This is an optimization exercise on Yosys and OpenROAD, whose aim is small area, a short achievable clock period and few clock cycles, not a production implementation. At most, simulation tests tie the RTL to the original design; equivalence was not proved.

==> trial 67 <==
// corr_channel
module corr_channel (
    input  wire        clk,
    input  wire        rst,
    input  wire        cfg_valid,
    output wire        cfg_ready,
    input  wire [35:0] cfg_fcw,
    input  wire [35:0] cfg_phi,
    input  wire [35:0] cfg_cfw,
    input  wire [35:0] cfg_frac,
    input  wire [3:0]  cfg_de,
    input  wire [3:0]  cfg_dv,
    input  wire [23:0] cfg_nsamp,
    input  wire        s_valid,
    output wire        s_ready,
    input  wire        s_x,
    input  wire [3:0]  s_i,
    input  wire [3:0]  s_q,
    input  wire        chip,
    output wire        chip_take,
    output wire        res_valid,
    output wire [31:0] res_ve_i,
    output wire [31:0] res_ve_q,
    output wire [31:0] res_e_i,
    output wire [31:0] res_e_q,
    output wire [31:0] res_p_i,
    output wire [31:0] res_p_q,
    output wire [31:0] res_l_i,
    output wire [31:0] res_l_q,
    output wire [31:0] res_vl_i,
    output wire [31:0] res_vl_q,
    output wire [23:0] res_used,
    output wire        res_range
);
clock: 13.0 ns
lec_check: 0
cap_margin: 20
core_margin: 2
core_utilization: 60
place_density: 0.7
slew_margin: 20
standard.sh (not shown) runs the stock make flow with config.mk's settings and CLKGATE_MAP_FILE= SYNTH_SCRIPT=/design/flow/synth_recipe.tcl, a recipe that flattens the netlist after the stock synthesis.
==> flow/flow/run.sh <==
#!/bin/bash
# Standard layout with plain buffers (buf_1) on the ports, and timing repair
# aimed well below the 13 ns constraint (setup margin), so that the resizer
# shortens the paths that set the achieved period.
set -euo pipefail
export BUFFER_PORTS_ARGS="-buffer_cell sky130_fd_sc_hd__buf_1"
export SETUP_SLACK_MARGIN=8.9
bash standard.sh finish > flow.log 2>&1
==> trial 60: changes against trial 67 <==
--- a/flow/design.v
+++ b/flow/design.v
@@ -48,14 +48,11 @@
 );
   reg [10:0] lo;
   reg [20:0] hi;
   reg        pu, pd;             
   wire [12:0] tx   = {term[11], term} ^ {13{neg}};
-  wire [10:0] lsum;
-  wire        lco;
-  add_sk #(11) u_add (.a(lo), .b(tx[10:0]), .ci(neg), .s(lsum), .co(lco));
-  wire [12:0] ls   = {tx[12] & !lco, tx[12] ^ lco, lsum};
+  wire [12:0] ls   = {2'b00, lo} + tx + {12'd0, neg};
   wire        c_up = !ls[12] & ls[11];
   wire        c_dn = ls[12];
   wire        lzero = (ls == 13'd0);
   wire [21:0] t;
   assign t[0] = pu | pd;
@@ -77,43 +74,18 @@
       lo <= 11'd0;
       hi <= 21'd0;
       pu <= 1'b0;
       pd <= 1'b0;
     end else begin
-      lo <= {{10{ovp}} | (ls[10:1] & ~{10{eq_min & c_dn}}), ovp | ovn | ls[0]};
+      lo <= ovp ? 11'h7FF : ovn ? 11'h001 : ls[10:0];
       pu <= c_up & !eq_max;
       pd <= c_dn & !eq_min;
       hi <= hi ^ t[20:0];
     end
   end
   assign acc = {hi, lo};
 endmodule
-module add_sk #(parameter N = 11) (
-    input  wire [N-1:0] a,
-    input  wire [N-1:0] b,
-    input  wire         ci,
-    output wire [N-1:0] s,
-    output wire         co
-);
-  wire [N-1:0] p0 = a ^ b;
-  wire [N-1:0] g0 = a & b;
-  reg  [N-1:0] g, p;
-  integer l, i;
-  always @(*) begin
-    g = g0;
-    p = p0;
-    g[0] = g0[0] | (p0[0] & ci);
-    for (l = 1; l < N; l = l * 2)
-      for (i = 0; i < N; i = i + 1)
-        if ((i / l) % 2 == 1) begin
-          g[i] = g[i] | (p[i] & g[(i / l) * l - 1]);
-          p[i] = p[i] & p[(i / l) * l - 1];
-        end
-  end
-  assign s  = p0 ^ {g[N-2:0], ci};
-  assign co = g[N-1];
-endmodule
 module corr_channel (
     input  wire        clk,
     input  wire        rst,
     input  wire        cfg_valid,
     output wire        cfg_ready,
@@ -156,49 +128,53 @@
   reg  [3:0] de, dv;
   reg [23:0] rem;         
   reg        rem1;        
   reg        fresh;       
   reg  [6:0] q;
-  reg  [6:0] qv;          
+  reg  [2:0] occ;
   reg        take;
   reg        pend;        
   reg        cfg_ready_q, s_ready_q, take_q;    
   wire s_fire = s_valid & s_rdy;
-  wire win_ok = pend ? qv[3] : qv[2];
+  wire win_ok = (occ >= (pend ? 3'd4 : 3'd3));
   wire nv     = si_v & wact & !fresh & win_ok;    
   wire lastn  = nv & rem1;
   wire [35:0] frac_sum, phase_sum;
   wire        carry, unused_co;
-  assign {carry, frac_sum} = {1'b0, frac} + {1'b0, cfw};
-  add_sk #(36) u_phase (.a(phase), .b(fcw & {36{nv}}), .ci(1'b0), .s(phase_sum), .co(unused_co));
+  add_bk #(36) u_frac  (.a(frac),  .b(cfw), .ci(1'b0), .s(frac_sum),  .co(carry));
+  add_bk #(36) u_phase (.a(phase), .b(fcw), .ci(1'b0), .s(phase_sum), .co(unused_co));
   wire [6:0] q_p   = pend ? {1'b0, q[6:1]} : q;
-  wire [6:0] qv_p  = pend ? {1'b0, qv[6:1]} : qv;
   wire [6:0] q_sh  = lastn ? {3'b000, q_p[6:3]} : q_p;
-  wire [6:0] qv_sh = lastn ? {3'b000, qv_p[6:3]} : qv_p;
-  wire [6:0] put   = {7{take}} & ~qv_sh & {qv_sh[5:0], 1'b1};    
-  wire [6:0] q_n   = (q_sh & ~put) | ({7{chip}} & put);
-  wire [6:0] qv_n  = qv_sh | put;
+  wire [2:0] occ_p = occ - {2'b00, pend} - (lastn ? 3'd3 : 3'd0);
+  wire [2:0] occ_n = occ_p + {2'b00, take};
+  reg  [6:0] q_n;
+  integer j;
+  always @(*) begin
+    q_n = q_sh;
+    for (j = 0; j < 7; j = j + 1)
+      if (take && occ_p == j) q_n[j] = chip;
+  end
   wire       wact_n = rdy ? cfg_valid : (wact & !lastn);
   wire       si_v_n = s_fire | (si_v & !nv);
   wire       rem2   = (rem == 24'd2);
   wire [23:0] rt;
-  assign rt[0] = nv;
+  assign rt[0] = 1'b1;
   genvar gi;
   generate
     for (gi = 1; gi < 24; gi = gi + 1) begin : g_rem
-      assign rt[gi] = nv & ~|rem[gi-1:0];
+      assign rt[gi] = ~|rem[gi-1:0];
     end
   endgenerate
   wire       fresh_n = rdy & cfg_valid;
-  wire       free_n  = !si_v_n | (wact_n & !fresh_n & qv_n[3]);
+  wire       free_n  = !si_v_n | (wact_n & !fresh_n & (occ_n >= 3'd4));
   always @(posedge clk) begin
     if (rst) begin
       rdy   <= 1'b1;
       wact  <= 1'b0;
       s_rdy <= 1'b0;
       si_v  <= 1'b0;
-      qv    <= 7'd0;
+      occ   <= 3'd0;
       take  <= 1'b0;
       pend  <= 1'b0;
       fresh <= 1'b0;
       cfg_ready_q <= 1'b1;
       s_ready_q   <= 1'b0;
@@ -208,15 +184,15 @@
       wact  <= wact_n;
       fresh <= fresh_n;
       s_rdy <= free_n;
       pend  <= nv & !rem1 & carry;
       si_v  <= si_v_n;
-      qv    <= qv_n;
-      take  <= !qv_n[6];
+      occ   <= occ_n;
+      take  <= (occ_n != 3'd7);
       cfg_ready_q <= rdy ? !cfg_valid : lastn;
       s_ready_q   <= free_n;
-      take_q      <= !qv_n[6];
+      take_q      <= (occ_n != 3'd7);
     end
   end
   always @(posedge clk) begin
     q <= q_n;
     if (s_rdy) begin
@@ -233,17 +209,15 @@
       dv    <= cfg_dv;
       phase <= cfg_phi;
       frac  <= cfg_frac;
       rem   <= cfg_nsamp;
       rem1  <= (cfg_nsamp == 24'd1);
-    end else begin
+    end else if (nv) begin
       phase <= phase_sum;
+      frac  <= frac_sum;
       rem   <= rem ^ rt[23:0];
-      if (nv) begin
-        frac <= frac_sum;
-        rem1 <= rem2;
-      end
+      rem1  <= rem2;
     end
   end
   wire [3:0] fh = frac[35:32];
   wire c_m = pend ? q[1] : q[0];
   wire c_0 = pend ? q[2] : q[1];
@@ -319,28 +293,27 @@
   corr_acc u_l_i  (.clk(clk), .clear(clr), .neg(a_ni[3]), .term(a_re), .acc(res_l_i),  .sat(sat[6]));
   corr_acc u_l_q  (.clk(clk), .clear(clr), .neg(a_nq[3]), .term(a_im), .acc(res_l_q),  .sat(sat[7]));
   corr_acc u_vl_i (.clk(clk), .clear(clr), .neg(a_ni[4]), .term(a_re), .acc(res_vl_i), .sat(sat[8]));
   corr_acc u_vl_q (.clk(clk), .clear(clr), .neg(a_nq[4]), .term(a_im), .acc(res_vl_q), .sat(sat[9]));
   reg [23:0] used;
-  reg        range;
-  reg  [9:0] sat_q;
+  reg        range, sat_q;
   reg        done1, done2, clr;
   wire [23:0] ut;
   assign ut[0] = a_en;
   generate
     for (gi = 1; gi < 24; gi = gi + 1) begin : g_used
       assign ut[gi] = a_en & (&used[gi-1:0]);
     end
   endgenerate
   always @(posedge clk) begin
-    sat_q <= sat;
+    sat_q <= |sat;
     if (clr) begin
       used  <= 24'd0;
       range <= 1'b0;
     end else begin
       used  <= used ^ ut[23:0];
-      range <= range | (|sat_q);
+      range <= range | sat_q;
     end
     if (rst) begin
       done1 <= 1'b0;
       done2 <= 1'b0;
       clr   <= 1'b1;
@@ -355,5 +328,35 @@
   assign chip_take = take_q;
   assign res_valid = done2;
   assign res_used  = used;
   assign res_range = range;
 endmodule
+module add_bk #(parameter N = 36) (
+    input  wire [N-1:0] a,
+    input  wire [N-1:0] b,
+    input  wire         ci,
+    output wire [N-1:0] s,
+    output wire         co
+);
+  localparam TOP = (N > 32) ? 64 : (N > 16) ? 32 : (N > 8) ? 16 : (N > 4) ? 8 : 4;
+  wire [N-1:0] p0 = a ^ b;
+  wire [N-1:0] g0 = a & b;
+  reg  [N-1:0] g, p;
+  integer l, i;
+  always @(*) begin
+    g = g0;
+    p = p0;
+    g[0] = g0[0] | (p0[0] & ci);
+    for (l = 1; l < TOP; l = l * 2)
+      for (i = 2 * l - 1; i < N; i = i + 2 * l) begin
+        g[i] = g[i] | (p[i] & g[i-l]);
+        p[i] = p[i] & p[i-l];
+      end
+    for (l = TOP / 2; l >= 1; l = l / 2)
+      for (i = 3 * l - 1; i < N; i = i + 2 * l) begin
+        g[i] = g[i] | (p[i] & g[i-l]);
+        p[i] = p[i] & p[i-l];
+      end
+  end
+  assign s  = p0 ^ {g[N-2:0], ci};
+  assign co = g[N-1];
+endmodule
==> flow/flow/run.sh (replaced) <==
#!/bin/bash
# Standard layout with plain buffers (buf_1) on the ports, and timing repair
# aimed well below the 13 ns constraint (setup margin), so that the resizer
# shortens the paths that set the achieved period.
set -euo pipefail
export BUFFER_PORTS_ARGS="-buffer_cell sky130_fd_sc_hd__buf_1"
export SETUP_SLACK_MARGIN=9.2
bash standard.sh finish > flow.log 2>&1
==> impl_metrics.tcl <==
set metrics [dict create \
    powerClk_mw 2.13 \
    status "finished clean" \
    yosys.area.top_type_share_pct 23.4 \
    grt_usage_pct 29.9 \
    powerComb_mw 6.67 \
    dr_total_vias 33220 \
    grt_pass1_wl_um 164000 \
    stdcell_count 5872 \
    switching_power_mw 5.12 \
    cts.sinks 657 \
    die_y_um 262 \
    rrSetupSlack_ps 9030 \
]
-- figures above: trial 60

==> impl_metrics.tcl <==
set metrics [dict create \
    status "finished clean" \
    switching_power_mw 4.44 \
    grt_usage_pct 28.7 \
    dr_total_vias 33130 \
    cts.sinks 670 \
    n_tap_cell 864 \
    stdcell_count 5940 \
    powerComb_mw 5.46 \
    cp_slowest_stage_delay_ps 430 \
    yosys.area.top_type_share_pct 27.4 \
    path_cells "buf_4 > mux2_4 > fa_2 > a21o_1 > a21oi_2 > o21bai_1 > a21o_1 > a21o_1 > a21o_1 > a41oi_2 > nand2b_1 > ha_1 > nand2_1 > or4_4 > or4_4 > a211oi_2 > o21ai_1 > a31oi_1" \
    multiInputGateArea_um2 24200 \
    rrSetupSlack_ps 8830 \
    powerClk_mw 2.24 \
    grt_pass1_wl_um 158000 \
]
-- figures above: trial 67

No functional check of the RTL was part of any run of this note.

========
==> inputs of job 5430 <==
Another version of the RTL of corr_channel (not shown whole).
==> flow/config.mk <==
export PLATFORM = sky130hd
export DESIGN_NAME = corr_channel
export DESIGN_NICKNAME = corr_channel
export VERILOG_FILES = /design/flow/design.v
export SDC_FILE = /design/flow/constraint.sdc
export NUM_CORES = 4
export LEC_CHECK = 0
export CAP_MARGIN = 20
export CORE_MARGIN = 2
export CORE_UTILIZATION = 40
export PLACE_DENSITY = 0.6
export SLEW_MARGIN = 20
==> flow/constraint.sdc <==
create_clock -name core_clock -period 13.0 [get_ports {clk}]
set_input_delay 2.6000 -clock core_clock [delete_from_list [all_inputs] [get_ports {clk}]]
set_output_delay 2.6000 -clock core_clock [all_outputs]
set_load 0.01 [all_outputs]
==> flow/flow/run.sh <==
#!/bin/bash
# Standard layout with plain buffers (buf_1) on the ports, and timing repair
# aimed well below the 13 ns constraint (setup margin), so that the resizer
# shortens the paths that set the achieved period.
set -euo pipefail
export BUFFER_PORTS_ARGS="-buffer_cell sky130_fd_sc_hd__buf_1"
export SETUP_SLACK_MARGIN=8.8
bash standard.sh finish > flow.log 2>&1
==> job 7665: changes against job 5430 <==
--- a/flow/design.v
+++ b/flow/design.v
@@ -126,75 +126,71 @@
   reg  [2:0] si_ui, si_uq;    
   reg [35:0] fcw, cfw, phase, frac;
   reg  [3:0] de, dv;
   reg [23:0] rem;         
   reg        rem1;        
   reg        fresh;       
   reg  [6:0] q;
-  reg  [2:0] occ;
+  reg  [6:0] qv;          
   reg        take;
   reg        pend;        
   reg        cfg_ready_q, s_ready_q, take_q;    
   wire s_fire = s_valid & s_rdy;
-  wire win_ok = (occ >= (pend ? 3'd4 : 3'd3));
+  wire win_ok = pend ? qv[3] : qv[2];
   wire nv     = si_v & wact & !fresh & win_ok;    
   wire lastn  = nv & rem1;
   wire [35:0] frac_sum, phase_sum;
   wire        carry, unused_co;
-  add_bk #(36) u_frac  (.a(frac),  .b(cfw), .ci(1'b0), .s(frac_sum),  .co(carry));
-  add_bk #(36) u_phase (.a(phase), .b(fcw), .ci(1'b0), .s(phase_sum), .co(unused_co));
+  assign {carry, frac_sum}      = {1'b0, frac} + {1'b0, cfw};
+  assign {unused_co, phase_sum} = {1'b0, phase} + {1'b0, fcw};
   wire [6:0] q_p   = pend ? {1'b0, q[6:1]} : q;
+  wire [6:0] qv_p  = pend ? {1'b0, qv[6:1]} : qv;
   wire [6:0] q_sh  = lastn ? {3'b000, q_p[6:3]} : q_p;
-  wire [2:0] occ_p = occ - {2'b00, pend} - (lastn ? 3'd3 : 3'd0);
-  wire [2:0] occ_n = occ_p + {2'b00, take};
-  reg  [6:0] q_n;
-  integer j;
-  always @(*) begin
-    q_n = q_sh;
-    for (j = 0; j < 7; j = j + 1)
-      if (take && occ_p == j) q_n[j] = chip;
-  end
+  wire [6:0] qv_sh = lastn ? {3'b000, qv_p[6:3]} : qv_p;
+  wire [6:0] put   = {7{take}} & ~qv_sh & {qv_sh[5:0], 1'b1};    
+  wire [6:0] q_n   = (q_sh & ~put) | ({7{chip}} & put);
+  wire [6:0] qv_n  = qv_sh | put;
   wire       wact_n = rdy ? cfg_valid : (wact & !lastn);
   wire       si_v_n = s_fire | (si_v & !nv);
   wire       rem2   = (rem == 24'd2);
-  wire [24:0] rt;
+  wire [23:0] rt;
   assign rt[0] = 1'b1;
   genvar gi;
   generate
-    for (gi = 0; gi < 24; gi = gi + 1) begin : g_rem
-      assign rt[gi+1] = rt[gi] & !rem[gi];
+    for (gi = 1; gi < 24; gi = gi + 1) begin : g_rem
+      assign rt[gi] = ~|rem[gi-1:0];
     end
   endgenerate
   wire       fresh_n = rdy & cfg_valid;
-  wire       free_n  = !si_v_n | (wact_n & !fresh_n & (occ_n >= 3'd4));
+  wire       free_n  = !si_v_n | (wact_n & !fresh_n & qv_n[3]);
   always @(posedge clk) begin
     if (rst) begin
       rdy   <= 1'b1;
       wact  <= 1'b0;
       s_rdy <= 1'b0;
       si_v  <= 1'b0;
-      occ   <= 3'd0;
+      qv    <= 7'd0;
       take  <= 1'b0;
       pend  <= 1'b0;
       fresh <= 1'b0;
       cfg_ready_q <= 1'b1;
       s_ready_q   <= 1'b0;
       take_q      <= 1'b0;
     end else begin
       rdy   <= rdy ? !cfg_valid : lastn;
       wact  <= wact_n;
       fresh <= fresh_n;
       s_rdy <= free_n;
       pend  <= nv & !rem1 & carry;
       si_v  <= si_v_n;
-      occ   <= occ_n;
-      take  <= (occ_n != 3'd7);
+      qv    <= qv_n;
+      take  <= !qv_n[6];
       cfg_ready_q <= rdy ? !cfg_valid : lastn;
       s_ready_q   <= free_n;
-      take_q      <= (occ_n != 3'd7);
+      take_q      <= !qv_n[6];
     end
   end
   always @(posedge clk) begin
     q <= q_n;
     if (s_rdy) begin
       si_x  <= s_x;
       si_si <= s_i[3];
@@ -227,45 +223,47 @@
   wire [4:0] r_n;
   assign r_n[0] = (fh < dv) ? c_m : c_0;      
   assign r_n[1] = (fh < de) ? c_m : c_0;      
   assign r_n[2] = c_0;                        
   assign r_n[3] = fh_de[4] ? c_p : c_0;       
   assign r_n[4] = fh_dv[4] ? c_p : c_0;       
   wire [1:0] quad = phase[35:34];
-  wire [2:0] ui_n = quad[0] ? si_uq : si_ui;
-  wire [2:0] uq_n = quad[0] ? si_ui : si_uq;
   wire       ni_n = (quad[0] ? si_sq : si_si) ^ quad[1];
   wire       nq_n = (quad[0] ? si_si : si_sq) ^ quad[1] ^ quad[0];
   wire [5:0] wc_n, ws_n;
   corr_cos_sin u_lut (.m(phase[33:30]), .wc(wc_n), .ws(ws_n));
-  wire [3:0] mi_n = {ui_n, 1'b1};
-  wire [3:0] mq_n = {uq_n, 1'b1};
-  wire [9:0] p1_n = mi_n * wc_n;
-  wire [9:0] p2_n = mq_n * ws_n;
-  wire [9:0] p3_n = mq_n * wc_n;
-  wire [9:0] p4_n = mi_n * ws_n;
-  reg        m_v, m_x, m_last, m_ni, m_nq;
+  wire [3:0] mi_n = {si_ui, 1'b1};
+  wire [3:0] mq_n = {si_uq, 1'b1};
+  wire [9:0] pa_n = mi_n * wc_n;    
+  wire [9:0] pb_n = mq_n * ws_n;    
+  wire [9:0] pc_n = mq_n * wc_n;    
+  wire [9:0] pd_n = mi_n * ws_n;    
+  reg        m_v, m_x, m_last, m_ni, m_nq, m_sw;
   reg  [4:0] m_r;
-  reg  [9:0] m_p1, m_p2, m_p3, m_p4;
+  reg  [9:0] m_pa, m_pb, m_pc, m_pd;
   always @(posedge clk) begin
     if (rst) m_v <= 1'b0;
     else     m_v <= nv;
     m_x    <= si_x;
     m_last <= rem1;
     m_r    <= r_n;
     m_ni   <= ni_n;
     m_nq   <= nq_n;
-    m_p1   <= p1_n;
-    m_p2   <= p2_n;
-    m_p3   <= p3_n;
-    m_p4   <= p4_n;
+    m_sw   <= quad[0];
+    m_pa   <= pa_n;
+    m_pb   <= pb_n;
+    m_pc   <= pc_n;
+    m_pd   <= pd_n;
   end
-  wire        opp  = m_ni ^ m_nq;
-  wire [11:0] re = {2'b00, m_p1} + (opp ? -{2'b00, m_p2} : {2'b00, m_p2});
-  wire [11:0] im = {2'b00, m_p3} + (opp ? {2'b00, m_p4} : -{2'b00, m_p4});
+  wire        opp = m_ni ^ m_nq;
+  wire        s_b = opp ^ m_sw;
+  wire [11:0] u_s = {2'b00, m_pa} + (s_b ? -{2'b00, m_pb} : {2'b00, m_pb});
+  wire [11:0] v_s = {2'b00, m_pc} + (s_b ? {2'b00, m_pd} : -{2'b00, m_pd});
+  wire [11:0] re = m_sw ? v_s : u_s;
+  wire [11:0] im = m_sw ? u_s : v_s;
   wire        m_en = m_v & !m_x;
   reg        a_v, a_en, a_last;
   reg  [4:0] a_ni, a_nq;
   reg [11:0] a_re, a_im;
   always @(posedge clk) begin
     if (rst) begin
       a_v     <= 1'b0;
@@ -291,19 +289,19 @@
   corr_acc u_l_i  (.clk(clk), .clear(clr), .neg(a_ni[3]), .term(a_re), .acc(res_l_i),  .sat(sat[6]));
   corr_acc u_l_q  (.clk(clk), .clear(clr), .neg(a_nq[3]), .term(a_im), .acc(res_l_q),  .sat(sat[7]));
   corr_acc u_vl_i (.clk(clk), .clear(clr), .neg(a_ni[4]), .term(a_re), .acc(res_vl_i), .sat(sat[8]));
   corr_acc u_vl_q (.clk(clk), .clear(clr), .neg(a_nq[4]), .term(a_im), .acc(res_vl_q), .sat(sat[9]));
   reg [23:0] used;
   reg        range, sat_q;
   reg        done1, done2, clr;
-  wire [24:0] ut;
+  wire [23:0] ut;
   assign ut[0] = a_en;
   generate
-    for (gi = 0; gi < 24; gi = gi + 1) begin : g_used
-      assign ut[gi+1] = ut[gi] & used[gi];
+    for (gi = 1; gi < 24; gi = gi + 1) begin : g_used
+      assign ut[gi] = a_en & (&used[gi-1:0]);
     end
   endgenerate
   always @(posedge clk) begin
     sat_q <= |sat;
     if (clr) begin
       used  <= 24'd0;
       range <= 1'b0;
==> flow/flow/run.sh (replaced) <==
#!/bin/bash
# Standard layout with plain buffers (buf_1) on the ports, and timing repair
# aimed well below the 13 ns constraint (setup margin), so that the resizer
# shortens the paths that set the achieved period.
set -euo pipefail
export BUFFER_PORTS_ARGS="-buffer_cell sky130_fd_sc_hd__buf_1"
export SETUP_SLACK_MARGIN=8.9
bash standard.sh finish > flow.log 2>&1
Settings changed: CORE_UTILIZATION 40 to 60, CTS_CLUSTER_DIAMETER from default to 60, CTS_CLUSTER_SIZE from default to 25, PLACE_DENSITY 0.6 to 0.7.
==> flow_summary.toml <==
[grt]
use_met2_pct = 34.23

[critical_path]
cp-endpoint = "rem[23]"
crit_top_cell = "ha_4"
path_class = "reg -> reg"
cp_max_fo = 2

[floorplan]
fp.dieH_um = 320.1
num_rows = 115

[timing]
max_slew_margin_pct = 28.82

[synthesis]
synth_area_leaders = "dfxtp_1 23%, edfxtp_1 14%, ha_1 9.7%"
synth-simple-area-share_pct = 18.21
synth.top_cells.by_count = "474 x nor2_1, 467 x dfxtp_1, 337 x nand2_1"

[final_layout]
seq_area_share_pct = 32.13
layout.nets = 5424
finalInstanceArea_um2 = 46800

[pwr]
p_int_mw = 6.745

[routing]
met1_length_mm = 47.00
vias = 32211

[outcome]
outcome = "timing/DRC/antenna clean"
(the above is from job 5430)
==> flow_summary.toml <==
[floorplan]
num_rows = 95

[timing]
slew_violations = 61
max_slew_margin_pct = -5.034
whs_ns = 0.3604

[synthesis]
synth-simple-area-share_pct = 19.90
synth.top_cells.by_count = "480 x nor2_1, 475 x dfxtp_1, 449 x nand2_1"
synth-xor-area-share_pct = 12.68
syn_nets = 5201
synth_area_leaders = "dfxtp_1 23%, edfxtp_1 14%, ha_1 8.1%"

[outcome]
so_faults = "slew limit"
outcome = "complete, but fails checks"

[critical_path]
path_class = "reg -> out"
cp_max_fo = 8
cp-endpoint = "res_p_i[18]"

[final_layout]
finalInstanceArea_um2 = 45960
seq_area_share_pct = 32.91
layout.nets = 5640

[pwr]
seqPwrFrac_pct = 27.4
p_int_mw = 6.369

[routing]
vias = 34818
met1_length_mm = 46.22

[grt]
use_met2_pct = 49.50
(the above is from job 7665)
Testbench counts of job 5430, summed over its fixed seeds: cycles 122,042.
Testbench counts of job 7665, summed over its fixed seeds: cycles 122,042.

==> static timing again, ports no longer ideal <==
The flow's constraints put no driver on any port. The routed layouts listed below were extracted and timed again, unchanged, in two steps.
Step 1 (the two cells are an assumption about what drives the block):
set clk [get_ports {clk}]
set_driving_cell -lib_cell sky130_fd_sc_hd__clkbuf_16 $clk
set_driving_cell -lib_cell sky130_fd_sc_hd__buf_2 [delete_from_list [all_inputs] $clk]
Step 2 times the ports against the registers' clock, not the clock port: input delays grow and output delays shrink by t, the midpoint of the rising clock arrivals with the driver on.
a / b / c = ideal / step 1 / step 2; a / b = the first two.
run	t, ns	setup WS [ns]	worst hold slack (ns)	worst setup path after step 2	worst data-port slew with drivers (ns)
trial 67	0.668	8.826 / 8.826 / 8.826	0.347 / 0.347 / 0.347	register to register	0.09
trial 60	0.686	9.032 / 9.032 / 9.032	0.405 / 0.405 / 0.405	register to register	0.11
job 5430	0.703	8.744 / 8.744 / 8.744	0.365 / 0.365 / 0.365	register to register	0.08
job 7665	0.691	8.979 / 8.911 / 9.036	0.360 / 0.360 / 0.360	register to register	0.11
